This is an optimization exercise on Yosys and OpenROAD, whose aim is small area, a short achievable clock period and few clock cycles per item, not a production implementation. Only simulation tests tie the RTL to the original design; equivalence was not proved. Power figures rest on the tool's default switching activity, not on a simulated workload.

==> flow/design.v (outline; a module is shown in full before it is edited, if it fits) <==
// module loop_alu: 376 lines
// module lalu_mac: 1495 lines
module loop_alu (
    input  wire        clk,
    input  wire        rst,
    input  wire        in_valid,
    output wire        in_ready,
    input  wire [7:0]  opc,
    input  wire [15:0] param,
    input  wire [31:0] sa,
    input  wire [31:0] sb,
    input  wire [31:0] sc,
    input  wire [31:0] dv,
    input  wire [63:0] st,
    output reg         out_valid,
    output reg  [31:0] res,
    output reg  [63:0] st_out,
    output reg  [3:0]  flags       
);
  // ...
==> flow/run.sh <==
#!/bin/bash
# synth_recipe.tcl (not shown) runs the flow's synth.tcl, then flattens the netlist and writes it again
# the make line also repeats each setting of config.mk as NAME=value (left out here)
make -C /OpenROAD-flow-scripts/flow DESIGN_CONFIG=/design/flow/config.mk WORK_HOME=/design/flow/orfs CLKGATE_MAP_FILE= SYNTH_SCRIPT=/design/flow/synth_recipe.tcl finish
==> flow/config.mk <==
export PLATFORM = sky130hd
export DESIGN_NAME = loop_alu
export DESIGN_NICKNAME = loop_alu
export VERILOG_FILES = /design/flow/design.v
export SDC_FILE = /design/flow/constraint.sdc
export NUM_CORES = 4
export LEC_CHECK = 0
export CAP_MARGIN = 30
export CORE_MARGIN = 2
export CORE_UTILIZATION = 30
export SETUP_SLACK_MARGIN = 0.5
export SLEW_MARGIN = 30
==> flow/constraint.sdc <==
create_clock -name core_clock -period 24.0 [get_ports {clk}]
set_input_delay 4.8000 -clock core_clock [delete_from_list [all_inputs] [get_ports {clk}]]
set_output_delay 4.8000 -clock core_clock [all_outputs]
set_load 0.01 [all_outputs]
==> results by group, run 1 <==
Yosys
  • Post-synth EDFFs: 151
  • Compound-cell area share of the yosys netlist: 26.2%
  • Register area share after synthesis: 14.3%
  • Top-count cell post-synth: inv_1
  • Async SR Flop Fraction: 0%
  • Top FF cell, synth: dfxtp_1
  • Synth area leader: fa_1
  • Post-synth top cells: inv_1, nor2_1, a21oi_1
  • Yosys warns: 1

Setup path
  • Crit path launch: prm1[0]$_DFFE_PP_
  • R2r endpoint: r2[24]$_DFF_P_
  • Number of cells on the critical path: 45
  • CP Launch Type: register
  • CP endpoint: r2[24]$_DFF_P_

Hold path
  • Hold path start: st2[37]$_DFF_P_

Placed design
  • # placed instances: 17.6k
  • Final Wtd Congestion: 1.10
  • Post-DP Area: 113000 µm²

Power and ir drop
  • Switch Pwr: 9.26 mW
  • P_comb: 13.1 mW
  • Combinational Power Share: 81.0%

CTS
  • Clock Latency Late Sink: 910 ps
  • Clock Path Buffers: 4
  • Hold buffers post-CTS: 0

Route
  • Vias per std cell: 6.28
  • Final wirelength: 632 mm

Layout
  • Fraction of area in multi-input gates: 70.0%
  • Layout cells sized above 1: 8.62%
  • Seq area share: 12.7%

Outcome
  • Status: finished clean

Floorplan
  • # Taps: 4536
Testbench counts, summed over its fixed seeds: cycles 35,929, items 32,000.
==> module loop_alu, before the edit <==
module loop_alu (
    input  wire        clk,
    input  wire        rst,
    input  wire        in_valid,
    output wire        in_ready,
    input  wire [7:0]  opc,
    input  wire [15:0] param,
    input  wire [31:0] sa,
    input  wire [31:0] sb,
    input  wire [31:0] sc,
    input  wire [31:0] dv,
    input  wire [63:0] st,
    output reg         out_valid,
    output reg  [31:0] res,
    output reg  [63:0] st_out,
    output reg  [3:0]  flags       
);
    localparam OP_NOP   = 8'h00, OP_MOV  = 8'h01, OP_IN   = 8'h02, OP_OUT  = 8'h03,
               OP_ADD   = 8'h04, OP_SUB  = 8'h05, OP_NEG  = 8'h06, OP_ABS  = 8'h07,
               OP_MUL   = 8'h08, OP_MULK = 8'h09, OP_MAC  = 8'h0A, OP_SHIFT= 8'h0B,
               OP_LIM   = 8'h0C, OP_DBND = 8'h0D, OP_SEL  = 8'h0E, OP_CMP  = 8'h0F,
               OP_HOLD  = 8'h10, OP_RAMP = 8'h11, OP_FILT = 8'h12, OP_DER  = 8'h15,
               OP_INT   = 8'h16, OP_SQRT = 8'h1A;
    localparam [31:0] MAX32 = 32'h7FFF_FFFF;
    localparam [31:0] MIN32 = 32'h8000_0000;
    localparam [63:0] MAX64 = 64'h7FFF_FFFF_FFFF_FFFF;
    localparam [63:0] MIN64 = 64'h8000_0000_0000_0000;
    reg        rdy;         
    reg        v1;          
    reg        fb1;         
    reg        sq1;         
    reg [7:0]  opc1;
    reg [15:0] prm1;
    reg [32:0] a1;          
    reg [33:0] b1;          
    reg [31:0] c1, d1;
    reg [63:0] s1;
    assign in_ready = rdy;
    wire accept = in_valid & rdy & ~rst;
    wire in_filt  = opc == OP_FILT;
    wire in_sqpos = (opc == OP_SQRT) & ~sa[31] & (|sa[30:0]);
    wire [33:0] b_in = (opc == OP_MULK) ? {{17{param[15]}}, param, 1'b0} :
                       in_filt          ? {2'b00, param, 16'h0000} :
                       (opc == OP_INT)  ? {sb, 2'b00} : {{2{sb[31]}}, sb};
    wire is_mov  = opc1 == OP_MOV;
    wire is_in   = opc1 == OP_IN;
    wire is_out  = opc1 == OP_OUT;
    wire is_add  = opc1 == OP_ADD;
    wire is_sub  = opc1 == OP_SUB;
    wire is_neg  = opc1 == OP_NEG;
    wire is_abs  = opc1 == OP_ABS;
    wire is_mul  = opc1 == OP_MUL;
    wire is_mulk = opc1 == OP_MULK;
    wire is_mac  = opc1 == OP_MAC;
    wire is_shf  = opc1 == OP_SHIFT;
    wire is_lim  = opc1 == OP_LIM;
    wire is_dbnd = opc1 == OP_DBND;
    wire is_sel  = opc1 == OP_SEL;
    wire is_cmp  = opc1 == OP_CMP;
    wire is_hold = opc1 == OP_HOLD;
    wire is_ramp = opc1 == OP_RAMP;
    wire is_filt = opc1 == OP_FILT;
    wire is_der  = opc1 == OP_DER;
    wire is_int  = opc1 == OP_INT;
    wire is_sqrt = opc1 == OP_SQRT;
    wire filt_a = is_filt & ~fb1;
    wire filt_b = is_filt & fb1;
    reg        sq_busy;
    reg [3:0]  sq_cnt;
    wire       sq_last = sq_busy & (sq_cnt == 4'd1);
    wire hold1 = v1 & (filt_a | (sq1 & ~sq_last));
    always @(posedge clk) begin
        if (rst) begin
            v1  <= 1'b0;
            fb1 <= 1'b0;
            rdy <= 1'b1;
        end else begin
            v1  <= accept | hold1;
            fb1 <= v1 & filt_a;
            if (accept)
                rdy <= ~(in_filt | in_sqpos);
            else if (hold1)
                rdy <= filt_a | (sq_busy & (sq_cnt == 4'd2));
            else
                rdy <= 1'b1;
        end
    end
    always @(posedge clk) begin
        if (rdy) begin
            opc1 <= opc;
            prm1 <= param;
            a1   <= {sa[31], sa};
            b1   <= b_in;
            s1   <= st;
            sq1  <= in_sqpos;
        end else if (filt_a) begin
            a1   <= a1 - {s1[63], s1[63:32]};
        end
        c1 <= sc;
        d1 <= dv;
    end
    wire [31:0] a = a1[31:0];
    wire [31:0] b = b1[31:0];
    wire [31:0] c = c1;
    wire [31:0] d = d1;
    wire [63:0] s = s1;
    wire [3:0]  sh4  = prm1[3:0];
    wire [3:0]  jj   = is_mulk ? 4'd15 : sh4;           
    wire [32:0] mx   = filt_a ? {1'b0, s[31:0]} : a1;
    wire [31:0] rc   = (is_mul | is_mac) ? (32'h2000_0000 >> sh4) :
                       is_mulk ? 32'h0000_4000 :
                       filt_a  ? 32'h8000_0000 : 32'h0;
    wire [65:0] d_sh = ({{34{d[31]}}, d} << 15) << (~sh4);
    wire [65:0] addend = is_mac ? d_sh :
                         (is_int | filt_b) ? {{2{s[63]}}, s} : 66'd0;
    wire [65:0] ms, mc;
    lalu_mac u_mac (.x(mx), .y(b1), .negall(filt_a), .addend(addend), .rc(rc), .ms(ms), .mc(mc));
    wire [1:0] fmt = prm1[1:0];
    wire is_outf = is_out & (fmt == 2'd3);
    wire neg_a   = is_neg | ((is_abs | is_outf) & a[31]);
    wire [32:0] ar_x = neg_a ? 33'd0 : {a[31], a};
    wire [32:0] ar_y = is_add ? {b[31], b} : is_sub ? ~{b[31], b} :
                       neg_a  ? ~{a[31], a} : 33'd0;
    wire [32:0] ar   = ar_x + ar_y + {32'd0, is_sub | neg_a};
    wire        ar_ovf = ar[32] != ar[31];
    wire [31:0] ar_res = ar_ovf ? (ar[32] ? MIN32 : MAX32) : ar[31:0];
    wire [32:0] der_d = {a[31], a} - {s[31], s[31:0]};
    wire [32:0] ls_v  = is_der ? der_d : (is_in & fmt == 2'd2) ? {1'b0, a} : {a[31], a};
    wire [4:0]  ls_n  = is_in ? prm1[12:8] : prm1[4:0];
    wire [31:0] ls_sh = ls_v[31:0] << ls_n;
    wire [31:0] ls_mask = 32'hFFFF_FFFF << (~ls_n);
    wire        ls_ovf = |((ls_v[31:0] ^ {32{ls_v[32]}}) & ls_mask);
    wire [31:0] ls_res = ls_ovf ? (ls_v[32] ? MIN32 : MAX32) : ls_sh;
    wire [4:0]  rs_n  = is_out ? prm1[12:8] : prm1[4:0];
    wire [31:0] rs_sh = $signed(a) >>> rs_n;
    wire [31:0] rs_m1 = $signed(a) >>> (rs_n - 5'd1);
    wire        rs_rb = (rs_n != 5'd0) & rs_m1[0];
    wire [31:0] rs_res = rs_sh + {31'd0, rs_rb};
    wire        o2_lo = rs_res[31];
    wire        o2_hi = ~rs_res[31] & (|rs_res[30:16]);
    wire [31:0] o2_res = o2_lo ? 32'd0 : o2_hi ? 32'd65535 : rs_res;
    wire        fi_sign = a[31];
    wire [7:0]  fi_exp  = a[30:23];
    wire [22:0] fi_frac = a[22:0];
    wire [23:0] fi_m    = {fi_exp != 8'd0, fi_frac};
    wire [8:0]  fi_e    = (fi_exp == 8'd0) ? 9'd1 : {1'b0, fi_exp};
    wire        fi_left = fi_e >= 9'd120;
    wire [8:0]  fi_lsh  = fi_e - 9'd120;
    wire [8:0]  fi_rsh  = 9'd120 - fi_e;
    wire        fi_big  = fi_left && (fi_lsh > 9'd8);
    wire [32:0] fi_shl  = {9'b0, fi_m} << fi_lsh[3:0];
    wire [4:0]  fi_r    = (fi_rsh > 9'd25) ? 5'd25 : fi_rsh[4:0];
    wire [48:0] fi_ext  = {fi_m, 25'b0} >> fi_r;
    wire [23:0] fi_q    = fi_ext[48:25];
    wire        fi_g    = fi_ext[24];
    wire        fi_st   = |fi_ext[23:0];
    wire [24:0] fi_qr   = {1'b0, fi_q} + {24'b0, fi_g & (fi_st | fi_q[0])};
    wire [32:0] fi_mag  = fi_left ? fi_shl : {8'b0, fi_qr};
    reg  [31:0] in3_res;
    reg         in3_flag;
    always @(*) begin
        in3_flag = 1'b0;
        if (fi_exp == 8'hFF && fi_frac != 23'd0) begin
            in3_res  = 32'h0;
            in3_flag = 1'b1;
        end else if (fi_exp == 8'hFF || fi_big) begin
            in3_res  = fi_sign ? MIN32 : MAX32;
            in3_flag = 1'b1;
        end else if (!fi_sign) begin
            in3_flag = fi_mag[32:31] != 2'b00;
            in3_res  = in3_flag ? MAX32 : fi_mag[31:0];
        end else begin
            in3_flag = fi_mag > {2'b01, 31'b0};
            in3_res  = in3_flag ? MIN32 : (~fi_mag[31:0] + 32'd1);
        end
    end
    wire [31:0] fo_n0 = ar[31:0];
    wire        fo_z4 = ~|fo_n0[31:16];
    wire [31:0] fo_n1 = fo_z4 ? {fo_n0[15:0], 16'b0} : fo_n0;
    wire        fo_z3 = ~|fo_n1[31:24];
    wire [31:0] fo_n2 = fo_z3 ? {fo_n1[23:0], 8'b0} : fo_n1;
    wire        fo_z2 = ~|fo_n2[31:28];
    wire [31:0] fo_n3 = fo_z2 ? {fo_n2[27:0], 4'b0} : fo_n2;
    wire        fo_z1 = ~|fo_n3[31:30];
    wire [31:0] fo_n4 = fo_z1 ? {fo_n3[29:0], 2'b0} : fo_n3;
    wire        fo_z0 = ~fo_n4[31];
    wire [31:0] fo_norm = fo_z0 ? {fo_n4[30:0], 1'b0} : fo_n4;
    wire [4:0]  fo_lz   = {fo_z4, fo_z3, fo_z2, fo_z1, fo_z0};
    wire [23:0] fo_q    = fo_norm[31:8];
    wire        fo_g    = fo_norm[7];
    wire        fo_st   = |fo_norm[6:0];
    wire [24:0] fo_qr   = {1'b0, fo_q} + {24'b0, fo_g & (fo_st | fo_q[0])};
    wire [7:0]  fo_exp  = 8'd128 - {3'b0, fo_lz} + {7'b0, fo_qr[24]};
    wire [22:0] fo_frac = fo_qr[24] ? fo_qr[23:1] : fo_qr[22:0];
    wire [31:0] out3_res = (a == 32'd0) ? 32'd0 : {a[31], fo_exp, fo_frac};
    wire lt_ab = $signed(a) < $signed(b);
    wire lt_ac = $signed(a) < $signed(c);
    wire lt_bc = $signed(b) < $signed(c);
    wire eq_ab = a == b;
    wire c_pos = ~c[31] & (|c);
    wire [31:0] lim_res = lt_ab ? (lt_bc ? b : c) : (lt_ac ? a : c);
    wire        lim_flg = prm1[0] & (lim_res != a);
    wire [31:0] median = (lt_ab ^ lt_ac) ? a : ((lt_ab == lt_bc) ? b : c);
    reg  [31:0] sel_res;
    always @(*) begin
        case (prm1[1:0])
            2'd0:    sel_res = c_pos ? a : b;
            2'd1:    sel_res = lt_ab ? a : b;
            2'd2:    sel_res = lt_ab ? b : a;
            default: sel_res = median;
        endcase
    end
    reg cmp_true;
    always @(*) begin
        case (prm1[2:0])
            3'd0: cmp_true = eq_ab;
            3'd1: cmp_true = ~eq_ab;
            3'd2: cmp_true = lt_ab;
            3'd3: cmp_true = lt_ab | eq_ab;
            3'd4: cmp_true = ~lt_ab & ~eq_ab;
            3'd5: cmp_true = ~lt_ab;
            default: cmp_true = 1'b0;
        endcase
    end
    wire [31:0] dw   = b[31] ? 32'd0 : b;
    wire [32:0] db_1 = {a[31], a} - {1'b0, dw};
    wire [32:0] db_2 = {a[31], a} + {1'b0, dw};
    wire [31:0] dbnd_res = (~db_1[32] & (|db_1)) ? db_1[31:0] : db_2[32] ? db_2[31:0] : 32'd0;
    wire        b_min = b == MIN32;
    wire [33:0] rp_hi = {{2{d[31]}}, d} + (b[31] ? ~{{2{b[31]}}, b} : {{2{b[31]}}, b})
                        + {33'd0, b[31] & ~b_min};
    wire [33:0] rp_lo = {{2{d[31]}}, d} + (b[31] ? {{2{b[31]}}, b} : ~{{2{b[31]}}, b})
                        + {33'd0, b[31] ? b_min : 1'b1};
    wire        rp_gt = $signed({{2{a[31]}}, a}) > $signed(rp_hi);
    wire        rp_lt = $signed({{2{a[31]}}, a}) < $signed(rp_lo);
    wire [31:0] ramp_res = rp_gt ? rp_hi[31:0] : rp_lt ? rp_lo[31:0] : a;
    reg [33:0] sq_x;
    reg [32:0] sq_rem;
    reg [30:0] sq_root;
    wire [33:0] sq_f = {2'b00, a};
    wire [2:0]  sq_g = (sq_f[33:4]  != 30'd0) ? ((sq_f[33:28] != 6'd0) ? 3'd0 :
                                                 (sq_f[27:22] != 6'd0) ? 3'd1 :
                                                 (sq_f[21:16] != 6'd0) ? 3'd2 :
                                                 (sq_f[15:10] != 6'd0) ? 3'd3 : 3'd4) : 3'd5;
    reg [33:0] sq_fs;
    always @(*) begin
        case (sq_g)
            3'd0: sq_fs = sq_f;
            3'd1: sq_fs = {sq_f[27:0], 6'd0};
            3'd2: sq_fs = {sq_f[21:0], 12'd0};
            3'd3: sq_fs = {sq_f[15:0], 18'd0};
            3'd4: sq_fs = {sq_f[9:0], 24'd0};
            default: sq_fs = {sq_f[3:0], 30'd0};
        endcase
    end
    wire [34:0] st0_rs = {sq_rem, sq_x[33:32]};
    wire [34:0] st0_tr = {2'b00, sq_root, 2'b01};
    wire        st0_ge = st0_rs >= st0_tr;
    wire [34:0] st0_r  = st0_ge ? st0_rs - st0_tr : st0_rs;
    wire [31:0] st0_q  = {sq_root, st0_ge};
    wire [34:0] st1_rs = {st0_r[32:0], sq_x[31:30]};
    wire [34:0] st1_tr = {1'b0, st0_q, 2'b01};
    wire        st1_ge = st1_rs >= st1_tr;
    wire [34:0] st1_r  = st1_ge ? st1_rs - st1_tr : st1_rs;
    wire [32:0] st1_q  = {st0_q, st1_ge};
    wire [34:0] st2_rs = {st1_r[32:0], sq_x[29:28]};
    wire [34:0] st2_tr = {st1_q, 2'b01};
    wire        st2_ge = st2_rs >= st2_tr;
    wire [34:0] st2_r  = st2_ge ? st2_rs - st2_tr : st2_rs;
    wire [31:0] sq_res = {sq_root[29:0], st0_ge, st1_ge} + {31'd0, st2_ge};
    always @(posedge clk) begin
        if (rst) begin
            sq_busy <= 1'b0;
        end else if (v1 & sq1 & ~sq_busy) begin
            sq_busy <= 1'b1;
        end else if (sq_last) begin
            sq_busy <= 1'b0;
        end
        if (~sq_busy) begin
            sq_x    <= sq_fs;
            sq_cnt  <= 4'd11 - {1'b0, sq_g};
            sq_rem  <= 33'd0;
            sq_root <= 31'd0;
        end else begin
            sq_x    <= {sq_x[27:0], 6'd0};
            sq_cnt  <= sq_cnt - 4'd1;
            sq_rem  <= st2_r[32:0];
            sq_root <= {sq_root[27:0], st0_ge, st1_ge, st2_ge};
        end
    end
    reg [31:0] r_s;
    reg [3:0]  f_s;
    always @(*) begin
        r_s = d;
        f_s = 4'b0;
        case (opc1)
            OP_MOV:  r_s = a;
            OP_IN:   case (fmt)
                         2'd0:    r_s = a;
                         2'd3:    begin r_s = in3_res; f_s[0] = in3_flag; end
                         default: begin r_s = ls_res;  f_s[0] = ls_ovf;   end
                     endcase
            OP_OUT:  case (fmt)
                         2'd0:    r_s = a;
                         2'd1:    r_s = rs_res;
                         2'd2:    begin r_s = o2_res; f_s[3] = o2_lo | o2_hi; end
                         default: r_s = out3_res;
                     endcase
            OP_ADD, OP_SUB, OP_NEG, OP_ABS:
                     begin r_s = ar_res; f_s[0] = ar_ovf; end
            OP_SHIFT: if (prm1[5]) r_s = rs_res;
                      else begin r_s = ls_res; f_s[0] = ls_ovf; end
            OP_LIM:  begin r_s = lim_res; f_s[3] = lim_flg; end
            OP_DBND: r_s = dbnd_res;
            OP_SEL:  r_s = sel_res;
            OP_CMP:  r_s = cmp_true ? 32'h4000_0000 : 32'h0;
            OP_HOLD: r_s = c_pos ? a : d;
            OP_RAMP: r_s = ramp_res;
            OP_DER:  begin r_s = ls_res; f_s[0] = ls_ovf; end
            OP_SQRT: r_s = sq1 ? sq_res : 32'd0;
            default: ;
        endcase
    end
    reg        o2;                      
    reg        k_mul, k_mac, k_if, k_fa, k_fb;
    reg [65:0] ms2, mc2;
    reg [63:0] st2;
    reg [31:0] r2;                      
    reg [3:0]  f2;
    reg [3:0]  j2;
    always @(posedge clk) begin
        if (rst) o2 <= 1'b0;
        else     o2 <= v1 & ~hold1;
        k_mul <= is_mul | is_mulk;
        k_mac <= is_mac;
        k_if  <= is_int | filt_b;
        k_fa  <= filt_a;
        k_fb  <= filt_b;
        ms2   <= ms;
        mc2   <= mc;
        st2   <= is_der ? {{32{a[31]}}, a} : s;
        r2    <= r_s;
        f2    <= f_s;
        j2    <= jj;
    end
    wire [65:0] op3  = k_fb ? {{32{st_out[33]}}, st_out[33:0]} : 66'd0;    
    wire [65:0] cs_s = ms2 ^ mc2 ^ op3;
    wire [65:0] cs_c = (ms2 & mc2) | (ms2 & op3) | (mc2 & op3);
    wire [65:0] F    = cs_s + {cs_c[64:0], 1'b0};
    wire [48:0] z0  = F[63:15];
    wire [48:0] Z   = $signed(z0) >>> (~j2);
    wire        z_ovf = (Z[48:31] != 18'd0) && (Z[48:31] != 18'h3FFFF);
    wire [31:0] z_sat = z_ovf ? (Z[48] ? MIN32 : MAX32) : Z[31:0];
    wire [17:0] yh  = Z[48:31];
    wire        yh_m2 = yh == 18'h3FFFE;
    wire        yh_m1 = yh == 18'h3FFFF;
    wire        yh_0  = yh == 18'h00000;
    wire        yh_p1 = yh == 18'h00001;
    wire        mac_bw = Z[30:0] < r2[30:0];
    wire        mac_pin = (r2[31] & ~mac_bw) ? (yh_m2 | yh_m1) :
                          (r2[31] == mac_bw) ? (yh_m1 | yh_0)  : (yh_0 | yh_p1);
    wire        g_ovf  = (F[65:63] != 3'b000) && (F[65:63] != 3'b111);
    wire [63:0] g_sat  = g_ovf ? (F[65] ? MIN64 : MAX64) : F[63:0];
    wire [31:0] g_rnd  = F[63:32] + {31'd0, F[31]};
    wire        g_rovf = ~F[63] & (&F[62:31]);
    wire [31:0] g_nar  = g_ovf ? (F[65] ? MIN32 : MAX32) : g_rovf ? MAX32 : g_rnd;
    always @(posedge clk) begin
        if (rst) out_valid <= 1'b0;
        else     out_valid <= o2;
        res    <= k_if ? g_nar : (k_mul | k_mac) ? z_sat : r2;
        st_out <= k_if ? g_sat : k_fa ? {30'd0, F[65:32]} : st2;
        flags  <= k_if  ? {1'b0, g_ovf, 2'b00} :
                  k_mul ? {2'b00, z_ovf, 1'b0} :
                  k_mac ? {2'b00, ~mac_pin, mac_pin & z_ovf} : f2;
    end
endmodule
==> run 2, diff against run 1 <==
--- a/flow/design.v
+++ b/flow/design.v
@@ -29,3 +29,7 @@
     reg        v1;          
-    reg        fb1;         
+    reg        fa1;         
+    reg        ad_s1;       
+    reg        ad_m1;       
+    reg        ar_add1, ar_sub1, ar_neg1, ar_abs1, ar_der1, ar_flt1;    
+    reg        cl_cmp1, cl_ramp1, cl_dbnd1, cl_lim1;                     
     reg        sq1;         
@@ -35,3 +39,3 @@
     reg [33:0] b1;          
-    reg [31:0] c1, d1;
+    reg [31:0] c1, d1;      
     reg [63:0] s1;
@@ -65,7 +69,7 @@
     wire is_sqrt = opc1 == OP_SQRT;
-    wire filt_a = is_filt & ~fb1;
-    wire filt_b = is_filt & fb1;
+    wire filt_a = fa1;
+    wire filt_b = is_filt & ~fa1;
     reg        sq_busy;
-    reg [3:0]  sq_cnt;
-    wire       sq_last = sq_busy & (sq_cnt == 4'd1);
+    reg [4:0]  sq_cnt;
+    wire       sq_last = sq_busy & (sq_cnt == 5'd1);
     wire hold1 = v1 & (filt_a | (sq1 & ~sq_last));
@@ -74,3 +78,2 @@
             v1  <= 1'b0;
-            fb1 <= 1'b0;
             rdy <= 1'b1;
@@ -78,3 +81,2 @@
             v1  <= accept | hold1;
-            fb1 <= v1 & filt_a;
             if (accept)
@@ -82,3 +84,3 @@
             else if (hold1)
-                rdy <= filt_a | (sq_busy & (sq_cnt == 4'd2));
+                rdy <= filt_a | (sq_busy & (sq_cnt == 5'd2));
             else
@@ -88,6 +90,18 @@
     always @(posedge clk) begin
+        fa1   <= rdy & in_filt;
+        ad_s1 <= rdy ? (opc == OP_INT) : fa1;
+        ad_m1 <= rdy & (opc == OP_MAC);
         if (rdy) begin
-            opc1 <= opc;
-            prm1 <= param;
-            a1   <= {sa[31], sa};
+            opc1    <= opc;
+            ar_add1 <= opc == OP_ADD;
+            ar_sub1 <= opc == OP_SUB;
+            ar_neg1 <= opc == OP_NEG;
+            ar_abs1 <= opc == OP_ABS;
+            ar_der1 <= opc == OP_DER;
+            ar_flt1 <= in_filt;
+            cl_cmp1 <= (opc == OP_LIM) | (opc == OP_SEL) | (opc == OP_CMP);
+            cl_ramp1 <= opc == OP_RAMP;
+            cl_dbnd1 <= opc == OP_DBND;
+            cl_lim1 <= opc == OP_LIM;
+            a1   <= in_filt ? {1'b0, st[31:0]} : {sa[31], sa};
             b1   <= b_in;
@@ -96,5 +110,6 @@
         end else if (filt_a) begin
-            a1   <= a1 - {s1[63], s1[63:32]};
+            a1   <= ar;                  
         end
-        c1 <= sc;
+        prm1 <= param;
+        c1 <= in_filt ? sa : sc;
         d1 <= dv;
@@ -108,3 +123,2 @@
     wire [3:0]  jj   = is_mulk ? 4'd15 : sh4;           
-    wire [32:0] mx   = filt_a ? {1'b0, s[31:0]} : a1;
     wire [31:0] rc   = (is_mul | is_mac) ? (32'h2000_0000 >> sh4) :
@@ -113,17 +127,16 @@
     wire [65:0] d_sh = ({{34{d[31]}}, d} << 15) << (~sh4);
-    wire [65:0] addend = is_mac ? d_sh :
-                         (is_int | filt_b) ? {{2{s[63]}}, s} : 66'd0;
+    wire [65:0] addend = ad_m1 ? d_sh : ad_s1 ? {{2{s[63]}}, s} : 66'd0;
     wire [65:0] ms, mc;
-    lalu_mac u_mac (.x(mx), .y(b1), .negall(filt_a), .addend(addend), .rc(rc), .ms(ms), .mc(mc));
+    lalu_mac u_mac (.x(a1), .y(b1), .negall(filt_a), .addend(addend), .rc(rc), .ms(ms), .mc(mc));
     wire [1:0] fmt = prm1[1:0];
-    wire is_outf = is_out & (fmt == 2'd3);
-    wire neg_a   = is_neg | ((is_abs | is_outf) & a[31]);
-    wire [32:0] ar_x = neg_a ? 33'd0 : {a[31], a};
-    wire [32:0] ar_y = is_add ? {b[31], b} : is_sub ? ~{b[31], b} :
-                       neg_a  ? ~{a[31], a} : 33'd0;
-    wire [32:0] ar   = ar_x + ar_y + {32'd0, is_sub | neg_a};
+    wire neg_a   = ar_neg1 | (ar_abs1 & a[31]);
+    wire [32:0] ar_x = ar_flt1 ? {c[31], c} : neg_a ? 33'd0 : {a[31], a};
+    wire [32:0] ar_y = ar_add1 ? {b[31], b} : ar_sub1 ? ~{b[31], b} :
+                       neg_a   ? ~{a[31], a} :
+                       ar_der1 ? ~{s[31], s[31:0]} :
+                       ar_flt1 ? ~{s[63], s[63:32]} : 33'd0;
+    wire [32:0] ar   = ar_x + ar_y + {32'd0, ar_sub1 | neg_a | ar_der1 | ar_flt1};
     wire        ar_ovf = ar[32] != ar[31];
     wire [31:0] ar_res = ar_ovf ? (ar[32] ? MIN32 : MAX32) : ar[31:0];
-    wire [32:0] der_d = {a[31], a} - {s[31], s[31:0]};
-    wire [32:0] ls_v  = is_der ? der_d : (is_in & fmt == 2'd2) ? {1'b0, a} : {a[31], a};
+    wire [32:0] ls_v  = is_der ? ar : (is_in & fmt == 2'd2) ? {1'b0, a} : {a[31], a};
     wire [4:0]  ls_n  = is_in ? prm1[12:8] : prm1[4:0];
@@ -133,72 +146,72 @@
     wire [31:0] ls_res = ls_ovf ? (ls_v[32] ? MIN32 : MAX32) : ls_sh;
-    wire [4:0]  rs_n  = is_out ? prm1[12:8] : prm1[4:0];
-    wire [31:0] rs_sh = $signed(a) >>> rs_n;
-    wire [31:0] rs_m1 = $signed(a) >>> (rs_n - 5'd1);
-    wire        rs_rb = (rs_n != 5'd0) & rs_m1[0];
-    wire [31:0] rs_res = rs_sh + {31'd0, rs_rb};
-    wire        o2_lo = rs_res[31];
-    wire        o2_hi = ~rs_res[31] & (|rs_res[30:16]);
-    wire [31:0] o2_res = o2_lo ? 32'd0 : o2_hi ? 32'd65535 : rs_res;
-    wire        fi_sign = a[31];
+    wire        is_inf3 = is_in & (fmt == 2'd3);
     wire [7:0]  fi_exp  = a[30:23];
-    wire [22:0] fi_frac = a[22:0];
-    wire [23:0] fi_m    = {fi_exp != 8'd0, fi_frac};
-    wire [8:0]  fi_e    = (fi_exp == 8'd0) ? 9'd1 : {1'b0, fi_exp};
-    wire        fi_left = fi_e >= 9'd120;
-    wire [8:0]  fi_lsh  = fi_e - 9'd120;
-    wire [8:0]  fi_rsh  = 9'd120 - fi_e;
-    wire        fi_big  = fi_left && (fi_lsh > 9'd8);
-    wire [32:0] fi_shl  = {9'b0, fi_m} << fi_lsh[3:0];
-    wire [4:0]  fi_r    = (fi_rsh > 9'd25) ? 5'd25 : fi_rsh[4:0];
-    wire [48:0] fi_ext  = {fi_m, 25'b0} >> fi_r;
-    wire [23:0] fi_q    = fi_ext[48:25];
-    wire        fi_g    = fi_ext[24];
-    wire        fi_st   = |fi_ext[23:0];
-    wire [24:0] fi_qr   = {1'b0, fi_q} + {24'b0, fi_g & (fi_st | fi_q[0])};
-    wire [32:0] fi_mag  = fi_left ? fi_shl : {8'b0, fi_qr};
-    reg  [31:0] in3_res;
-    reg         in3_flag;
-    always @(*) begin
-        in3_flag = 1'b0;
-        if (fi_exp == 8'hFF && fi_frac != 23'd0) begin
-            in3_res  = 32'h0;
-            in3_flag = 1'b1;
-        end else if (fi_exp == 8'hFF || fi_big) begin
-            in3_res  = fi_sign ? MIN32 : MAX32;
-            in3_flag = 1'b1;
-        end else if (!fi_sign) begin
-            in3_flag = fi_mag[32:31] != 2'b00;
-            in3_res  = in3_flag ? MAX32 : fi_mag[31:0];
-        end else begin
-            in3_flag = fi_mag > {2'b01, 31'b0};
-            in3_res  = in3_flag ? MIN32 : (~fi_mag[31:0] + 32'd1);
-        end
-    end
-    wire [31:0] fo_n0 = ar[31:0];
-    wire        fo_z4 = ~|fo_n0[31:16];
-    wire [31:0] fo_n1 = fo_z4 ? {fo_n0[15:0], 16'b0} : fo_n0;
-    wire        fo_z3 = ~|fo_n1[31:24];
+    wire [7:0]  fi_e    = (fi_exp == 8'd0) ? 8'd1 : fi_exp;
+    wire [30:0] fi_w    = {fi_exp != 8'd0, a[22:0], 7'd0};
+    wire [6:0]  fi_rsh  = ~fi_e[6:0];
+    wire        fi_zero = fi_rsh[6:5] != 2'd0;           
+    wire [31:0] rs_in   = is_inf3 ? {1'b0, fi_w} : a;
+    wire [4:0]  rs_n    = is_inf3 ? fi_rsh[4:0] : is_out ? prm1[12:8] : prm1[4:0];
+    wire        rs_ar   = ~is_inf3 & a[31];
+    wire [32:0] rs_t    = {rs_ar, rs_in, 1'b0} >> rs_n | ~({33{1'b1}} >> rs_n) & {33{rs_ar}};
+    wire [31:0] rs_low  = ~({32{1'b1}} << rs_n);
+    wire        rs_st   = |(rs_in & (rs_low >> 1));
+    wire [31:0] rs_q    = fi_zero & is_inf3 ? 32'd0 : rs_t[32:1];
+    wire        rs_g    = ~(fi_zero & is_inf3) & rs_t[0];
+    wire        fi_neg  = is_inf3 & a[31];
+    wire        rs_rb   = is_inf3 ? rs_g & (rs_st | rs_q[0]) : rs_g;
+    wire [31:0] rs_pre  = rs_q ^ {32{fi_neg}};
+    wire        rs_inc  = fi_neg ^ rs_rb;
+    wire        fi_nan  = (fi_exp == 8'hFF) & (a[22:0] != 23'd0);
+    wire        fi_big  = fi_exp[7] & ~fi_nan;                
+    wire        fi_min  = a[31] & (fi_exp == 8'd128) & (a[22:0] == 23'd0);    
+    wire [31:0] in3_res  = fi_nan ? 32'd0 : fi_big ? (a[31] ? MIN32 : MAX32) : rs_pre;
+    wire        in3_inc  = ~(fi_nan | fi_big) & rs_inc;
+    wire        in3_flag = fi_nan | (fi_big & ~fi_min);
+    wire        fo_z4 = (a[31:15] == 17'h00000) | (a[31:15] == 17'h1FFFF);
+    wire [31:0] fo_n1 = fo_z4 ? {a[15:0], 16'b0} : a;
+    wire        fo_z3 = (fo_n1[31:23] == 9'h000) | (fo_n1[31:23] == 9'h1FF);
     wire [31:0] fo_n2 = fo_z3 ? {fo_n1[23:0], 8'b0} : fo_n1;
-    wire        fo_z2 = ~|fo_n2[31:28];
+    wire        fo_z2 = (fo_n2[31:27] == 5'h00) | (fo_n2[31:27] == 5'h1F);
     wire [31:0] fo_n3 = fo_z2 ? {fo_n2[27:0], 4'b0} : fo_n2;
-    wire        fo_z1 = ~|fo_n3[31:30];
+    wire        fo_z1 = (fo_n3[31:29] == 3'h0) | (fo_n3[31:29] == 3'h7);
     wire [31:0] fo_n4 = fo_z1 ? {fo_n3[29:0], 2'b0} : fo_n3;
-    wire        fo_z0 = ~fo_n4[31];
-    wire [31:0] fo_norm = fo_z0 ? {fo_n4[30:0], 1'b0} : fo_n4;
-    wire [4:0]  fo_lz   = {fo_z4, fo_z3, fo_z2, fo_z1, fo_z0};
-    wire [23:0] fo_q    = fo_norm[31:8];
-    wire        fo_g    = fo_norm[7];
-    wire        fo_st   = |fo_norm[6:0];
-    wire [24:0] fo_qr   = {1'b0, fo_q} + {24'b0, fo_g & (fo_st | fo_q[0])};
-    wire [7:0]  fo_exp  = 8'd128 - {3'b0, fo_lz} + {7'b0, fo_qr[24]};
-    wire [22:0] fo_frac = fo_qr[24] ? fo_qr[23:1] : fo_qr[22:0];
-    wire [31:0] out3_res = (a == 32'd0) ? 32'd0 : {a[31], fo_exp, fo_frac};
-    wire lt_ab = $signed(a) < $signed(b);
-    wire lt_ac = $signed(a) < $signed(c);
-    wire lt_bc = $signed(b) < $signed(c);
-    wire eq_ab = a == b;
-    wire c_pos = ~c[31] & (|c);
-    wire [31:0] lim_res = lt_ab ? (lt_bc ? b : c) : (lt_ac ? a : c);
-    wire        lim_flg = prm1[0] & (lim_res != a);
-    wire [31:0] median = (lt_ab ^ lt_ac) ? a : ((lt_ab == lt_bc) ? b : c);
+    wire        fo_z0 = fo_n4[31] == fo_n4[30];
+    wire [31:0] fo_an = fo_z0 ? {fo_n4[30:0], 1'b0} : fo_n4;
+    wire [4:0]  fo_sh = {fo_z4, fo_z3, fo_z2, fo_z1, fo_z0};
+    wire        is_outf = is_out & (fmt == 2'd3);
+    wire        b_min  = b == MIN32;
+    wire [33:0] bx     = {{2{b[31]}}, b};
+    wire [33:0] dw     = b[31] ? 34'd0 : bx;                        
+    wire [33:0] rp_hop = b[31] ? ~bx : bx;                          
+    wire        rp_hc  = b[31] & ~b_min;
+    wire [33:0] rp_lop = b[31] ? bx : ~bx;                          
+    wire        rp_lc  = b[31] ? b_min : 1'b1;
+    wire [33:0] cl_hi  = {{2{d[31]}}, d} + rp_hop + {33'd0, rp_hc};
+    wire [33:0] cl_lo  = {{2{d[31]}}, d} + rp_lop + {33'd0, rp_lc};
+    wire [34:0] cl_a   = {{3{a[31]}}, a};
+    wire [34:0] cl_nd  = cl_ramp1 ? ~{{3{d[31]}}, d} : {35{1'b1}};
+    wire [33:0] cl_h1  = cl_cmp1 ? {{2{c[31]}}, c} : cl_dbnd1 ? dw : rp_hop;
+    wire        cl_h1c = cl_ramp1 & rp_hc;
+    wire [33:0] cl_l1  = cl_cmp1 ? bx : cl_dbnd1 ? ~dw : rp_lop;
+    wire        cl_l1c = cl_dbnd1 | (cl_ramp1 & rp_lc);
+    wire [34:0] cl_nh  = ~{cl_h1[33], cl_h1};
+    wire [34:0] cl_nl  = ~{cl_l1[33], cl_l1};
+    wire [34:0] c1_s   = cl_a ^ cl_nd ^ cl_nh;
+    wire [34:0] c1_c   = (cl_a & cl_nd) | (cl_a & cl_nh) | (cl_nd & cl_nh);
+    wire [34:0] c2_s   = cl_a ^ cl_nd ^ cl_nl;
+    wire [34:0] c2_c   = (cl_a & cl_nd) | (cl_a & cl_nl) | (cl_nd & cl_nl);
+    wire [34:0] cl_s1  = c1_s + {c1_c[33:0], ~cl_h1c} + 35'd1;
+    wire [34:0] cl_s2  = c2_s + {c2_c[33:0], ~cl_l1c} + 35'd1;
+    wire        cl_gt  = ~cl_s1[34] & (|cl_s1[33:0]);
+    wire        cl_lt  = cl_s2[34];
+    wire        cl_z1  = cl_s1 == 35'd0;
+    wire        cl_z2  = cl_s2 == 35'd0;
+    wire        lt_bc  = $signed(b) < $signed(c);
+    wire        c_pos  = ~c[31] & (|c);
+    wire [31:0] lim_res  = cl_gt ? c : cl_lt ? (lt_bc ? b : c) : a;
+    wire [31:0] ramp_res = cl_gt ? cl_hi[31:0] : cl_lt ? cl_lo[31:0] : a;
+    wire        lim_flg = prm1[0] & (cl_gt | (cl_lt & ~(~lt_bc & cl_z1)));
+    wire [31:0] dbnd_res = cl_gt ? cl_s1[31:0] : cl_lt ? cl_s2[31:0] : 32'd0;
+    wire [31:0] median = (cl_lt ^ ~cl_gt) ? a : ((cl_lt == lt_bc) ? b : c);
     reg  [31:0] sel_res;
@@ -207,4 +220,4 @@
             2'd0:    sel_res = c_pos ? a : b;
-            2'd1:    sel_res = lt_ab ? a : b;
-            2'd2:    sel_res = lt_ab ? b : a;
+            2'd1:    sel_res = cl_lt ? a : b;
+            2'd2:    sel_res = cl_lt ? b : a;
             default: sel_res = median;
@@ -215,8 +228,8 @@
         case (prm1[2:0])
-            3'd0: cmp_true = eq_ab;
-            3'd1: cmp_true = ~eq_ab;
-            3'd2: cmp_true = lt_ab;
-            3'd3: cmp_true = lt_ab | eq_ab;
-            3'd4: cmp_true = ~lt_ab & ~eq_ab;
-            3'd5: cmp_true = ~lt_ab;
+            3'd0: cmp_true = cl_z2;
+            3'd1: cmp_true = ~cl_z2;
+            3'd2: cmp_true = cl_lt;
+            3'd3: cmp_true = cl_lt | cl_z2;
+            3'd4: cmp_true = ~cl_lt & ~cl_z2;
+            3'd5: cmp_true = ~cl_lt;
             default: cmp_true = 1'b0;
@@ -224,48 +237,22 @@
     end
-    wire [31:0] dw   = b[31] ? 32'd0 : b;
-    wire [32:0] db_1 = {a[31], a} - {1'b0, dw};
-    wire [32:0] db_2 = {a[31], a} + {1'b0, dw};
-    wire [31:0] dbnd_res = (~db_1[32] & (|db_1)) ? db_1[31:0] : db_2[32] ? db_2[31:0] : 32'd0;
-    wire        b_min = b == MIN32;
-    wire [33:0] rp_hi = {{2{d[31]}}, d} + (b[31] ? ~{{2{b[31]}}, b} : {{2{b[31]}}, b})
-                        + {33'd0, b[31] & ~b_min};
-    wire [33:0] rp_lo = {{2{d[31]}}, d} + (b[31] ? {{2{b[31]}}, b} : ~{{2{b[31]}}, b})
-                        + {33'd0, b[31] ? b_min : 1'b1};
-    wire        rp_gt = $signed({{2{a[31]}}, a}) > $signed(rp_hi);
-    wire        rp_lt = $signed({{2{a[31]}}, a}) < $signed(rp_lo);
-    wire [31:0] ramp_res = rp_gt ? rp_hi[31:0] : rp_lt ? rp_lo[31:0] : a;
-    reg [33:0] sq_x;
+    reg [31:0] sq_x;
     reg [32:0] sq_rem;
     reg [30:0] sq_root;
-    wire [33:0] sq_f = {2'b00, a};
-    wire [2:0]  sq_g = (sq_f[33:4]  != 30'd0) ? ((sq_f[33:28] != 6'd0) ? 3'd0 :
-                                                 (sq_f[27:22] != 6'd0) ? 3'd1 :
-                                                 (sq_f[21:16] != 6'd0) ? 3'd2 :
-                                                 (sq_f[15:10] != 6'd0) ? 3'd3 : 3'd4) : 3'd5;
-    reg [33:0] sq_fs;
-    always @(*) begin
-        case (sq_g)
-            3'd0: sq_fs = sq_f;
-            3'd1: sq_fs = {sq_f[27:0], 6'd0};
-            3'd2: sq_fs = {sq_f[21:0], 12'd0};
-            3'd3: sq_fs = {sq_f[15:0], 18'd0};
-            3'd4: sq_fs = {sq_f[9:0], 24'd0};
-            default: sq_fs = {sq_f[3:0], 30'd0};
-        endcase
-    end
-    wire [34:0] st0_rs = {sq_rem, sq_x[33:32]};
-    wire [34:0] st0_tr = {2'b00, sq_root, 2'b01};
-    wire        st0_ge = st0_rs >= st0_tr;
-    wire [34:0] st0_r  = st0_ge ? st0_rs - st0_tr : st0_rs;
+    wire [2:0]  sq_g = (a[31:28] != 4'd0) ? 3'd0 :
+                       (a[27:24] != 4'd0) ? 3'd1 :
+                       (a[23:20] != 4'd0) ? 3'd2 :
+                       (a[19:16] != 4'd0) ? 3'd3 :
+                       (a[15:12] != 4'd0) ? 3'd4 :
+                       (a[11:8]  != 4'd0) ? 3'd5 :
+                       (a[7:4]   != 4'd0) ? 3'd6 : 3'd7;
+    wire [31:0] sq_fs = a << {sq_g, 2'b00};
+    wire [35:0] st0_rs = {1'b0, sq_rem, sq_x[31:30]};
+    wire [35:0] st0_d  = st0_rs - {3'b000, sq_root, 2'b01};
+    wire        st0_ge = ~st0_d[35];
+    wire [35:0] st0_r  = st0_ge ? st0_d : st0_rs;
     wire [31:0] st0_q  = {sq_root, st0_ge};
-    wire [34:0] st1_rs = {st0_r[32:0], sq_x[31:30]};
-    wire [34:0] st1_tr = {1'b0, st0_q, 2'b01};
-    wire        st1_ge = st1_rs >= st1_tr;
-    wire [34:0] st1_r  = st1_ge ? st1_rs - st1_tr : st1_rs;
-    wire [32:0] st1_q  = {st0_q, st1_ge};
-    wire [34:0] st2_rs = {st1_r[32:0], sq_x[29:28]};
-    wire [34:0] st2_tr = {st1_q, 2'b01};
-    wire        st2_ge = st2_rs >= st2_tr;
-    wire [34:0] st2_r  = st2_ge ? st2_rs - st2_tr : st2_rs;
-    wire [31:0] sq_res = {sq_root[29:0], st0_ge, st1_ge} + {31'd0, st2_ge};
+    wire [35:0] st1_rs = {st0_r[33:0], sq_x[29:28]};
+    wire [35:0] st1_d  = st1_rs - {2'b00, st0_q, 2'b01};
+    wire        st1_ge = ~st1_d[35];
+    wire [35:0] st1_r  = st1_ge ? st1_d : st1_rs;
     always @(posedge clk) begin
@@ -280,3 +267,3 @@
             sq_x    <= sq_fs;
-            sq_cnt  <= 4'd11 - {1'b0, sq_g};
+            sq_cnt  <= 5'd16 - {2'b0, sq_g};
             sq_rem  <= 33'd0;
@@ -284,6 +271,6 @@
         end else begin
-            sq_x    <= {sq_x[27:0], 6'd0};
-            sq_cnt  <= sq_cnt - 4'd1;
-            sq_rem  <= st2_r[32:0];
-            sq_root <= {sq_root[27:0], st0_ge, st1_ge, st2_ge};
+            sq_x    <= {sq_x[27:0], 4'd0};
+            sq_cnt  <= sq_cnt - 5'd1;
+            sq_rem  <= st1_r[32:0];
+            sq_root <= {sq_root[28:0], st0_ge, st1_ge};
         end
@@ -292,2 +279,4 @@
     reg [3:0]  f_s;
+    reg        i_s;       
+    reg        c_s;       
     always @(*) begin
@@ -295,2 +284,4 @@
         f_s = 4'b0;
+        i_s = 1'b0;
+        c_s = 1'b0;
         case (opc1)
@@ -299,3 +290,3 @@
                          2'd0:    r_s = a;
-                         2'd3:    begin r_s = in3_res; f_s[0] = in3_flag; end
+                         2'd3:    begin r_s = in3_res; f_s[0] = in3_flag; i_s = in3_inc; end
                          default: begin r_s = ls_res;  f_s[0] = ls_ovf;   end
@@ -304,5 +295,5 @@
                          2'd0:    r_s = a;
-                         2'd1:    r_s = rs_res;
-                         2'd2:    begin r_s = o2_res; f_s[3] = o2_lo | o2_hi; end
-                         default: r_s = out3_res;
+                         2'd1:    begin r_s = rs_pre; i_s = rs_inc; end
+                         2'd2:    begin r_s = rs_pre; i_s = rs_inc; c_s = 1'b1; end
+                         default: r_s = fo_an;
                      endcase
@@ -310,3 +301,3 @@
                      begin r_s = ar_res; f_s[0] = ar_ovf; end
-            OP_SHIFT: if (prm1[5]) r_s = rs_res;
+            OP_SHIFT: if (prm1[5]) begin r_s = rs_pre; i_s = rs_inc; end
                       else begin r_s = ls_res; f_s[0] = ls_ovf; end
@@ -319,3 +310,3 @@
             OP_DER:  begin r_s = ls_res; f_s[0] = ls_ovf; end
-            OP_SQRT: r_s = sq1 ? sq_res : 32'd0;
+            OP_SQRT: begin r_s = sq1 ? st0_q : 32'd0; i_s = sq1 & st1_ge; end
             default: ;
@@ -330,2 +321,6 @@
     reg [3:0]  j2;
+    reg        k_of;                    
+    reg        i2, c2;
+    reg [4:0]  of_sh;
+    reg        of_z;
     always @(posedge clk) begin
@@ -343,5 +338,11 @@
         f2    <= f_s;
+        i2    <= i_s;
+        c2    <= c_s;
         j2    <= jj;
+        k_of  <= is_outf;
+        of_sh <= fo_sh;
+        of_z  <= a == 32'd0;
     end
-    wire [65:0] op3  = k_fb ? {{32{st_out[33]}}, st_out[33:0]} : 66'd0;    
+    reg  [65:0] F3;
+    wire [65:0] op3  = k_fb ? {{32{F3[65]}}, F3[65:32]} : 66'd0;    
     wire [65:0] cs_s = ms2 ^ mc2 ^ op3;
@@ -349,4 +350,37 @@
     wire [65:0] F    = cs_s + {cs_c[64:0], 1'b0};
-    wire [48:0] z0  = F[63:15];
-    wire [48:0] Z   = $signed(z0) >>> (~j2);
+    wire [31:0] rr    = r2 + {31'd0, i2};
+    wire        o2_lo = rr[31];
+    wire        o2_hi = ~rr[31] & (|rr[30:16]);
+    wire [31:0] of_mag  = r2[31] ? (~r2 + 32'd1) : r2;
+    wire        of_m31  = of_mag[31];
+    wire [31:0] of_norm = of_m31 ? of_mag : {of_mag[30:0], 1'b0};
+    wire [23:0] of_q    = of_norm[31:8];
+    wire        of_g    = of_norm[7];
+    wire        of_st   = |of_norm[6:0];
+    wire [24:0] of_qr   = {1'b0, of_q} + {24'b0, of_g & (of_st | of_q[0])};
+    wire [7:0]  of_exp  = 8'd127 - {3'b0, of_sh} + {7'b0, of_m31} + {7'b0, of_qr[24]};
+    wire [22:0] of_frac = of_qr[24] ? of_qr[23:1] : of_qr[22:0];
+    wire [31:0] of_res  = of_z ? 32'd0 : {r2[31], of_exp, of_frac};
+    wire [31:0] r_f = k_of ? of_res : (c2 & o2_lo) ? 32'd0 : (c2 & o2_hi) ? 32'd65535 : rr;
+    wire [3:0]  f_f = {f2[3] | (c2 & (o2_lo | o2_hi)), f2[2:0]};
+    reg        o3;
+    reg        k_mul3, k_mac3, k_if3;
+    reg [63:0] st3;
+    reg [31:0] r3;                      
+    reg [3:0]  f3;
+    reg [3:0]  j3;
+    always @(posedge clk) begin
+        if (rst) o3 <= 1'b0;
+        else     o3 <= o2;
+        k_mul3 <= k_mul;
+        k_mac3 <= k_mac;
+        k_if3  <= k_if;
+        F3     <= F;
+        st3    <= st2;
+        r3     <= r_f;
+        f3     <= f_f;
+        j3     <= j2;
+    end
+    wire [48:0] z0  = F3[63:15];
+    wire [48:0] Z   = $signed(z0) >>> (~j3);
     wire        z_ovf = (Z[48:31] != 18'd0) && (Z[48:31] != 18'h3FFFF);
@@ -358,18 +392,18 @@
     wire        yh_p1 = yh == 18'h00001;
-    wire        mac_bw = Z[30:0] < r2[30:0];
-    wire        mac_pin = (r2[31] & ~mac_bw) ? (yh_m2 | yh_m1) :
-                          (r2[31] == mac_bw) ? (yh_m1 | yh_0)  : (yh_0 | yh_p1);
-    wire        g_ovf  = (F[65:63] != 3'b000) && (F[65:63] != 3'b111);
-    wire [63:0] g_sat  = g_ovf ? (F[65] ? MIN64 : MAX64) : F[63:0];
-    wire [31:0] g_rnd  = F[63:32] + {31'd0, F[31]};
-    wire        g_rovf = ~F[63] & (&F[62:31]);
-    wire [31:0] g_nar  = g_ovf ? (F[65] ? MIN32 : MAX32) : g_rovf ? MAX32 : g_rnd;
+    wire        mac_bw = Z[30:0] < r3[30:0];
+    wire        mac_pin = (r3[31] & ~mac_bw) ? (yh_m2 | yh_m1) :
+                          (r3[31] == mac_bw) ? (yh_m1 | yh_0)  : (yh_0 | yh_p1);
+    wire        g_ovf  = (F3[65:63] != 3'b000) && (F3[65:63] != 3'b111);
+    wire [63:0] g_sat  = g_ovf ? (F3[65] ? MIN64 : MAX64) : F3[63:0];
+    wire [31:0] g_rnd  = F3[63:32] + {31'd0, F3[31]};
+    wire        g_rovf = ~F3[63] & (&F3[62:31]);
+    wire [31:0] g_nar  = g_ovf ? (F3[65] ? MIN32 : MAX32) : g_rovf ? MAX32 : g_rnd;
     always @(posedge clk) begin
         if (rst) out_valid <= 1'b0;
-        else     out_valid <= o2;
-        res    <= k_if ? g_nar : (k_mul | k_mac) ? z_sat : r2;
-        st_out <= k_if ? g_sat : k_fa ? {30'd0, F[65:32]} : st2;
-        flags  <= k_if  ? {1'b0, g_ovf, 2'b00} :
-                  k_mul ? {2'b00, z_ovf, 1'b0} :
-                  k_mac ? {2'b00, ~mac_pin, mac_pin & z_ovf} : f2;
+        else     out_valid <= o3;
+        res    <= k_if3 ? g_nar : (k_mul3 | k_mac3) ? z_sat : r3;
+        st_out <= k_if3 ? g_sat : st3;
+        flags  <= k_if3  ? {1'b0, g_ovf, 2'b00} :
+                  k_mul3 ? {2'b00, z_ovf, 1'b0} :
+                  k_mac3 ? {2'b00, ~mac_pin, mac_pin & z_ovf} : f3;
     end
@@ -389,3 +423,3 @@
     wire tw0 = (y[1] & ~y[0] & ~1'b0) | (~y[1] & y[0] & 1'b0);
-    wire [34:0] pp0 = ({35{on0}} & xs) ^ ({35{tw0}} & {xs[33:0],1'b0}) ^ {35{nb0}};
+    wire [34:0] pp0 = {35{nb0}} ^ (tw0 ? {xs[33:0],1'b0} : ({35{on0}} & xs));
     wire nb1 = y[3] ^ negall;
@@ -393,3 +427,3 @@
     wire tw1 = (y[3] & ~y[2] & ~y[1]) | (~y[3] & y[2] & y[1]);
-    wire [34:0] pp1 = ({35{on1}} & xs) ^ ({35{tw1}} & {xs[33:0],1'b0}) ^ {35{nb1}};
+    wire [34:0] pp1 = {35{nb1}} ^ (tw1 ? {xs[33:0],1'b0} : ({35{on1}} & xs));
     wire nb2 = y[5] ^ negall;
@@ -397,3 +431,3 @@
     wire tw2 = (y[5] & ~y[4] & ~y[3]) | (~y[5] & y[4] & y[3]);
-    wire [34:0] pp2 = ({35{on2}} & xs) ^ ({35{tw2}} & {xs[33:0],1'b0}) ^ {35{nb2}};
+    wire [34:0] pp2 = {35{nb2}} ^ (tw2 ? {xs[33:0],1'b0} : ({35{on2}} & xs));
     wire nb3 = y[7] ^ negall;
@@ -401,3 +435,3 @@
     wire tw3 = (y[7] & ~y[6] & ~y[5]) | (~y[7] & y[6] & y[5]);
-    wire [34:0] pp3 = ({35{on3}} & xs) ^ ({35{tw3}} & {xs[33:0],1'b0}) ^ {35{nb3}};
+    wire [34:0] pp3 = {35{nb3}} ^ (tw3 ? {xs[33:0],1'b0} : ({35{on3}} & xs));
     wire nb4 = y[9] ^ negall;
@@ -405,3 +439,3 @@
     wire tw4 = (y[9] & ~y[8] & ~y[7]) | (~y[9] & y[8] & y[7]);
-    wire [34:0] pp4 = ({35{on4}} & xs) ^ ({35{tw4}} & {xs[33:0],1'b0}) ^ {35{nb4}};
+    wire [34:0] pp4 = {35{nb4}} ^ (tw4 ? {xs[33:0],1'b0} : ({35{on4}} & xs));
     wire nb5 = y[11] ^ negall;
@@ -409,3 +443,3 @@
     wire tw5 = (y[11] & ~y[10] & ~y[9]) | (~y[11] & y[10] & y[9]);
-    wire [34:0] pp5 = ({35{on5}} & xs) ^ ({35{tw5}} & {xs[33:0],1'b0}) ^ {35{nb5}};
+    wire [34:0] pp5 = {35{nb5}} ^ (tw5 ? {xs[33:0],1'b0} : ({35{on5}} & xs));
     wire nb6 = y[13] ^ negall;
@@ -413,3 +447,3 @@
     wire tw6 = (y[13] & ~y[12] & ~y[11]) | (~y[13] & y[12] & y[11]);
-    wire [34:0] pp6 = ({35{on6}} & xs) ^ ({35{tw6}} & {xs[33:0],1'b0}) ^ {35{nb6}};
+    wire [34:0] pp6 = {35{nb6}} ^ (tw6 ? {xs[33:0],1'b0} : ({35{on6}} & xs));
     wire nb7 = y[15] ^ negall;
@@ -417,3 +451,3 @@
     wire tw7 = (y[15] & ~y[14] & ~y[13]) | (~y[15] & y[14] & y[13]);
-    wire [34:0] pp7 = ({35{on7}} & xs) ^ ({35{tw7}} & {xs[33:0],1'b0}) ^ {35{nb7}};
+    wire [34:0] pp7 = {35{nb7}} ^ (tw7 ? {xs[33:0],1'b0} : ({35{on7}} & xs));
     wire nb8 = y[17] ^ negall;
@@ -421,3 +455,3 @@
     wire tw8 = (y[17] & ~y[16] & ~y[15]) | (~y[17] & y[16] & y[15]);
-    wire [34:0] pp8 = ({35{on8}} & xs) ^ ({35{tw8}} & {xs[33:0],1'b0}) ^ {35{nb8}};
+    wire [34:0] pp8 = {35{nb8}} ^ (tw8 ? {xs[33:0],1'b0} : ({35{on8}} & xs));
     wire nb9 = y[19] ^ negall;
@@ -425,3 +459,3 @@
     wire tw9 = (y[19] & ~y[18] & ~y[17]) | (~y[19] & y[18] & y[17]);
-    wire [34:0] pp9 = ({35{on9}} & xs) ^ ({35{tw9}} & {xs[33:0],1'b0}) ^ {35{nb9}};
+    wire [34:0] pp9 = {35{nb9}} ^ (tw9 ? {xs[33:0],1'b0} : ({35{on9}} & xs));
     wire nb10 = y[21] ^ negall;
@@ -429,3 +463,3 @@
     wire tw10 = (y[21] & ~y[20] & ~y[19]) | (~y[21] & y[20] & y[19]);
-    wire [34:0] pp10 = ({35{on10}} & xs) ^ ({35{tw10}} & {xs[33:0],1'b0}) ^ {35{nb10}};
+    wire [34:0] pp10 = {35{nb10}} ^ (tw10 ? {xs[33:0],1'b0} : ({35{on10}} & xs));
     wire nb11 = y[23] ^ negall;
@@ -433,3 +467,3 @@
     wire tw11 = (y[23] & ~y[22] & ~y[21]) | (~y[23] & y[22] & y[21]);
-    wire [34:0] pp11 = ({35{on11}} & xs) ^ ({35{tw11}} & {xs[33:0],1'b0}) ^ {35{nb11}};
+    wire [34:0] pp11 = {35{nb11}} ^ (tw11 ? {xs[33:0],1'b0} : ({35{on11}} & xs));
     wire nb12 = y[25] ^ negall;
@@ -437,3 +471,3 @@
     wire tw12 = (y[25] & ~y[24] & ~y[23]) | (~y[25] & y[24] & y[23]);
-    wire [34:0] pp12 = ({35{on12}} & xs) ^ ({35{tw12}} & {xs[33:0],1'b0}) ^ {35{nb12}};
+    wire [34:0] pp12 = {35{nb12}} ^ (tw12 ? {xs[33:0],1'b0} : ({35{on12}} & xs));
     wire nb13 = y[27] ^ negall;
@@ -441,3 +475,3 @@
     wire tw13 = (y[27] & ~y[26] & ~y[25]) | (~y[27] & y[26] & y[25]);
-    wire [34:0] pp13 = ({35{on13}} & xs) ^ ({35{tw13}} & {xs[33:0],1'b0}) ^ {35{nb13}};
+    wire [34:0] pp13 = {35{nb13}} ^ (tw13 ? {xs[33:0],1'b0} : ({35{on13}} & xs));
     wire nb14 = y[29] ^ negall;
@@ -445,3 +479,3 @@
     wire tw14 = (y[29] & ~y[28] & ~y[27]) | (~y[29] & y[28] & y[27]);
-    wire [34:0] pp14 = ({35{on14}} & xs) ^ ({35{tw14}} & {xs[33:0],1'b0}) ^ {35{nb14}};
+    wire [34:0] pp14 = {35{nb14}} ^ (tw14 ? {xs[33:0],1'b0} : ({35{on14}} & xs));
     wire nb15 = y[31] ^ negall;
@@ -449,3 +483,3 @@
     wire tw15 = (y[31] & ~y[30] & ~y[29]) | (~y[31] & y[30] & y[29]);
-    wire [34:0] pp15 = ({35{on15}} & xs) ^ ({35{tw15}} & {xs[33:0],1'b0}) ^ {35{nb15}};
+    wire [34:0] pp15 = {35{nb15}} ^ (tw15 ? {xs[33:0],1'b0} : ({35{on15}} & xs));
     wire nb16 = y[33] ^ negall;
@@ -453,3 +487,3 @@
     wire tw16 = (y[33] & ~y[32] & ~y[31]) | (~y[33] & y[32] & y[31]);
-    wire [34:0] pp16 = ({35{on16}} & xs) ^ ({35{tw16}} & {xs[33:0],1'b0}) ^ {35{nb16}};
+    wire [34:0] pp16 = {35{nb16}} ^ (tw16 ? {xs[33:0],1'b0} : ({35{on16}} & xs));
     wire s0 = pp0[20] ^ pp1[18];
==> flow/flow/run.sh (new file) <==
#!/bin/bash
# The standard layout (the standard.sh, unchanged synthesis and steps); only the
# timing-repair passes aim for extra setup slack, so they work on paths that already meet
# the design's clock period.  Each make run's output goes to its own log here.
set -euo pipefail
bash standard.sh synth > synth.log 2>&1
bash standard.sh SETUP_SLACK_MARGIN=17 finish > finish.log 2>&1
==> flow/standard.sh (new file) <==
#!/bin/bash
# synth_recipe.tcl (not shown) runs the flow's synth.tcl, then flattens the netlist and writes it again
# the make line also repeats each setting of config.mk as NAME=value (left out here)
make -C /OpenROAD-flow-scripts/flow DESIGN_CONFIG=/design/flow/config.mk WORK_HOME=/design/flow/orfs CLKGATE_MAP_FILE= SYNTH_SCRIPT=/design/flow/synth_recipe.tcl "${@:-finish}"
removed: flow/run.sh
==> run 2 against run 1 <==
Now fails the layout checks on antenna violations. Wire length rose by 0.60%. Sequential power grew 35%. Flip-flop and latch count up 190. Global-route usage grew 0.78 points. First-iteration DRC count shrank 0.49%. Count of clock-buffer cells in the layout rose by 13. Sequential share of layout area increased by 3.0 points. Via count fell by 2.3%. Highest routed layer unchanged. Clock skew grew 21 ps. Clock power rose by 22%. Power shrank 20%. Non-clock buffer count rose by 141.
==> results by group, run 2 <==
Yosys
  • Area contributors post-synth: dfxtp_1, fa_1, ha_1, a21oi_1, xnor2_1
  • Synthesized area: 101000 µm²
  • Unique masters post-synth: 108
  • Async SR Flop Fraction: 0% (unchanged)
  • Synth Area in XOR/XNOR: 8.57%
  • Top-count cell post-synth: nand2_1
  • Post-synth top cells: nand2_1, inv_1, a21oi_1
  • Post-synth EDFFs: 149 (-1.3%)
  • Largest family of logic cells by synthesized area: compound AO/OA/AOI/OAI gates
  • Post-synthesis cell count: 12.7k
  • Top FF cell, synth: dfxtp_1
  • Synth Area in Adders: 19.7%
  • Post-Synth Simple-Gate Area: 15.5%
  • Yosys warns: 1 (unchanged)
  • Net Count, Synth: 14.1k
  • Synthesized area per cell: 7.92 µm²
  • Compound-cell area share of the yosys netlist: 24.5% (-1.7 points)
  • Register area share after synthesis: 18.4% (+4.0 points)
  • Mux share of post-synthesis cell area: 5.42%
  • Synth area leader: dfxtp_1
  • Top-area cell type share of the netlist area: 13.9%
  • Yosys reg bits: 851

Layout
  • Layout cells sized above 1: 11.3% (+2.7 points)
  • Final net count: 14.1k
  • Largest registers: F3 x66, ms2 x66, mc2 x65
  • Final Instance Count excl. Fillers: 17.3k
  • Synthesis-to-layout area growth: 17.3%
  • Design area: 118000 µm²
  • Commonest non-fill, non-tap cell in the layout: nand2_1
  • Commonest cells after routing, fill and taps aside: nand2_1, inv_1, a21oi_1

CTS
  • H-tree levels: 3
  • Clock transition at the registers of the reported paths: 70 ps
  • CTS tree: yes
  • Clock Latency Late Sink: 910 ps (about the same)
  • CTS Buf Count: 108
  • Clk root buf: clkbuf_16
  • Clock Path Buffers: 4 (unchanged)
  • Clk sinks: 851

Setup path
  • CP Capture Type: register
  • Setup Crit Path Kind: reg -> reg
  • Critical Path AT: 8070 ps
  • Crit path required time: 24760 ps
  • Worst R2R Start: a1[18]$_DFFE_PP_
  • CP Launch Type: register
  • Crit path launch: a1[18]$_DFFE_PP_
  • Crit-path max FO: 45

Power and ir drop
  • Peak supply drop: 0.328 mV
  • Pleak: 48.7 nW
  • Tot Pwr: 13.0 mW
  • Pwr Density: 110 nW/µm²

Outcome
  • Status: complete, but fails checks
  • Failing Checks: antenna violations

Route
  • DRT iter0 DRCs: 17.5k
  • Vias: 109k
  • Final wirelength: 636 mm (+0.60%)
  • Vias per std cell: 6.31 (+0.49%)
  • Post-detailed-route count of antenna-violating nets: 1
  • Number of iterations in the first detailed-routing pass: 8
  • Routed len/inst: 36.7 µm
  • Detailed-route DRC error count: 0

STA
  • Worst-Margin Slew: 1320 ps
  • Slew margin rel.: 9.80%
  • Clock skew: 108 ps
  • RSZ-0062 raised after global routing: yes
  • Tcrit/Tclk final: 30.4%
  • Fmax: 137 MHz
  • # setup viols final: 0
  • Tmin final: 7300 ps
  • Fin Setup TNS: 0 ps
  • Slew Viols, Final: 0
  • Final Hold Vio Count: 0

Placed design
  • # placed instances: 16.9k (-3.9%)
  • Post-DP Area: 110000 µm² (-2.1%)
  • Hpwl dp: 474 mm
  • I/O Buffers: 320
  • Final Wtd Congestion: 1.11 (+0.64%)

Global routing
  • Initial antenna violation count: 108
  • Global route overflow: 0
  • Vias in the first global route: 99.7k
  • Largest net degree at the start of global routing: 128
  • GRT Total Usage: 35.7%
  • First-pass GRT wire length: 852 mm

Floorplan
  • Chip height: 584 µm
  • Die area: 341000 µm²
  • Core area: 334000 µm²
  • Rows: 212
  • Die W: 584 µm
  • Starting Density: 30.2%
  • Top-Level Pins: 321

Job
  • # Max-Cap Violations: 0

Hold path
  • Hold Path Class: reg -> reg
  • Hold path start: st2[46]$_DFF_P_
run 2: cell types whose count changed after synthesis, sizes merged, moves of 192 or more:
cell | previous run | this run
xnor2 | 800 | 537
dfxtp | 510 | 702
a22oi | 79 | 561
o22ai | 538 | 80
ha | 704 | 481
nand2 | 947 | 1165
run 2: per-stage QoR:
stage | hold WS, ps | worst slack, ps | util [%]
floorplan | 310 | 17030 | -
global placement | 310 | 14900 | 33.0
detailed placement | 312 | 14780 | 33.0
CTS | 316 | 16950 | 34.8
global route | 319 | 16860 | 35.4
finish | 322 | 16700 | 35.4
run 2: worst paths after layout:
kind / endpoint / slack (ps) / depth (start not counted)
setup / recovery: r2[13]$_DFF_P_ / 16700 / 18
hold reg to reg: st3[46]$_DFF_P_ / 320 / 0
hold / removal: st3[46]$_DFF_P_ / 320 / 0
setup reg to reg: r2[13]$_DFF_P_ / 16700 / 18
run 2: cells by family (layout without fill, tap and decap cells):
| kind of cell | count (synthesis) | in the layout |
|---|---|---|
| AND/OR/NAND/NOR | 3389 | 3390 |
| flip-flops | 851 | 851 |
| adder cells (fa/ha/maj) | 1176 | 1176 |
| buffers and inverters | 2109 | 2202 |
| other | 0 | 91 |
| multiplexers | 466 | 466 |
| XOR/XNOR | 987 | 987 |
| AO/OA/AOI/OAI | 3754 | 3755 |
run 2: repair_timing:
action	CTS	global route
hold buffers	0	0
buffers inserted	70	59
gates cloned	13	8
endpoints found under the setup margin	151	82
resized for setup	288	237
pin swaps	46	96
run 2: routing by layer:
metal  GRT usage [%]  part of all wire, %
met3            13.6                   14
met4            24.3                  8.3
met5               0                 0.12
met1            45.1                   38
met2            49.9                   40
run 2: layout make-up:
class	count	area (µm²)
timing repair buffer	935	8900
sequential	851	18600
antenna	91	228
clock inverter	66	836
clock buffer	131	2930
inverter	1070	4060
tap	4387	5490
fill	34890	216000
multi-input combinational	9774	77400
run 2: where the power goes:
part,internal [mW],leakage [nW],switching (mW),total (mW)
combinational,3.33,39.3,5.71,9.04
clock,1.05,1.85,0.744,1.79
sequential,1.84,7.48,0.344,2.18
run 2: worst max-delay path, cell delays in order, from the launching register on:
cell	delay [ps]
edfxtp_1	320
buf_4	500
buf_4	760
nand4_1	290
or4_1	600
a2111oi_2	420
o211ai_1	170
a211o_1	380
a21o_1	260
and2_4	180
o311ai_4	250
buf_4	360
inv_4	260
nor3_2	400
o31ai_1	200
a211oi_2	400
nand4_1	750
a221oi_2	480
o211ai_1	120
Testbench counts of run 2, summed over its fixed seeds: cycles 36,928, items 32,000.

==> what the ideal ports hide <==
How much do the figures lean on ideal ports? The routed layouts below were timed once more, with nothing changed but the port constraints. Step 1: set_driving_cell puts a clkbuf_16 on clk and a buf_2 on each other input, an assumption about the parent block. Step 2 times the ports against the registers' clock, not the clock port: input delays grow and output delays shrink by t, the midpoint of the rising clock arrivals with the driver on. a / b / c = ideal / step 1 / step 2; a / b = the first two.
run | t, ns | setup WS [ns] | worst setup path after step 2 | worst register clock-pin slew, ns | worst data-port slew with drivers (ns)
run 1 | 0.977 | 10.503 / 10.503 / 10.503 | register to register | 0.08 / 0.08 | 0.19
run 2 | 0.964 | 16.695 / 16.695 / 16.183 | input to register | 0.07 / 0.07 | 0.11
For run 2, which loses most, drivers alone change the setup slack by 0.000 ns; drivers and shift together by -0.512 ns.
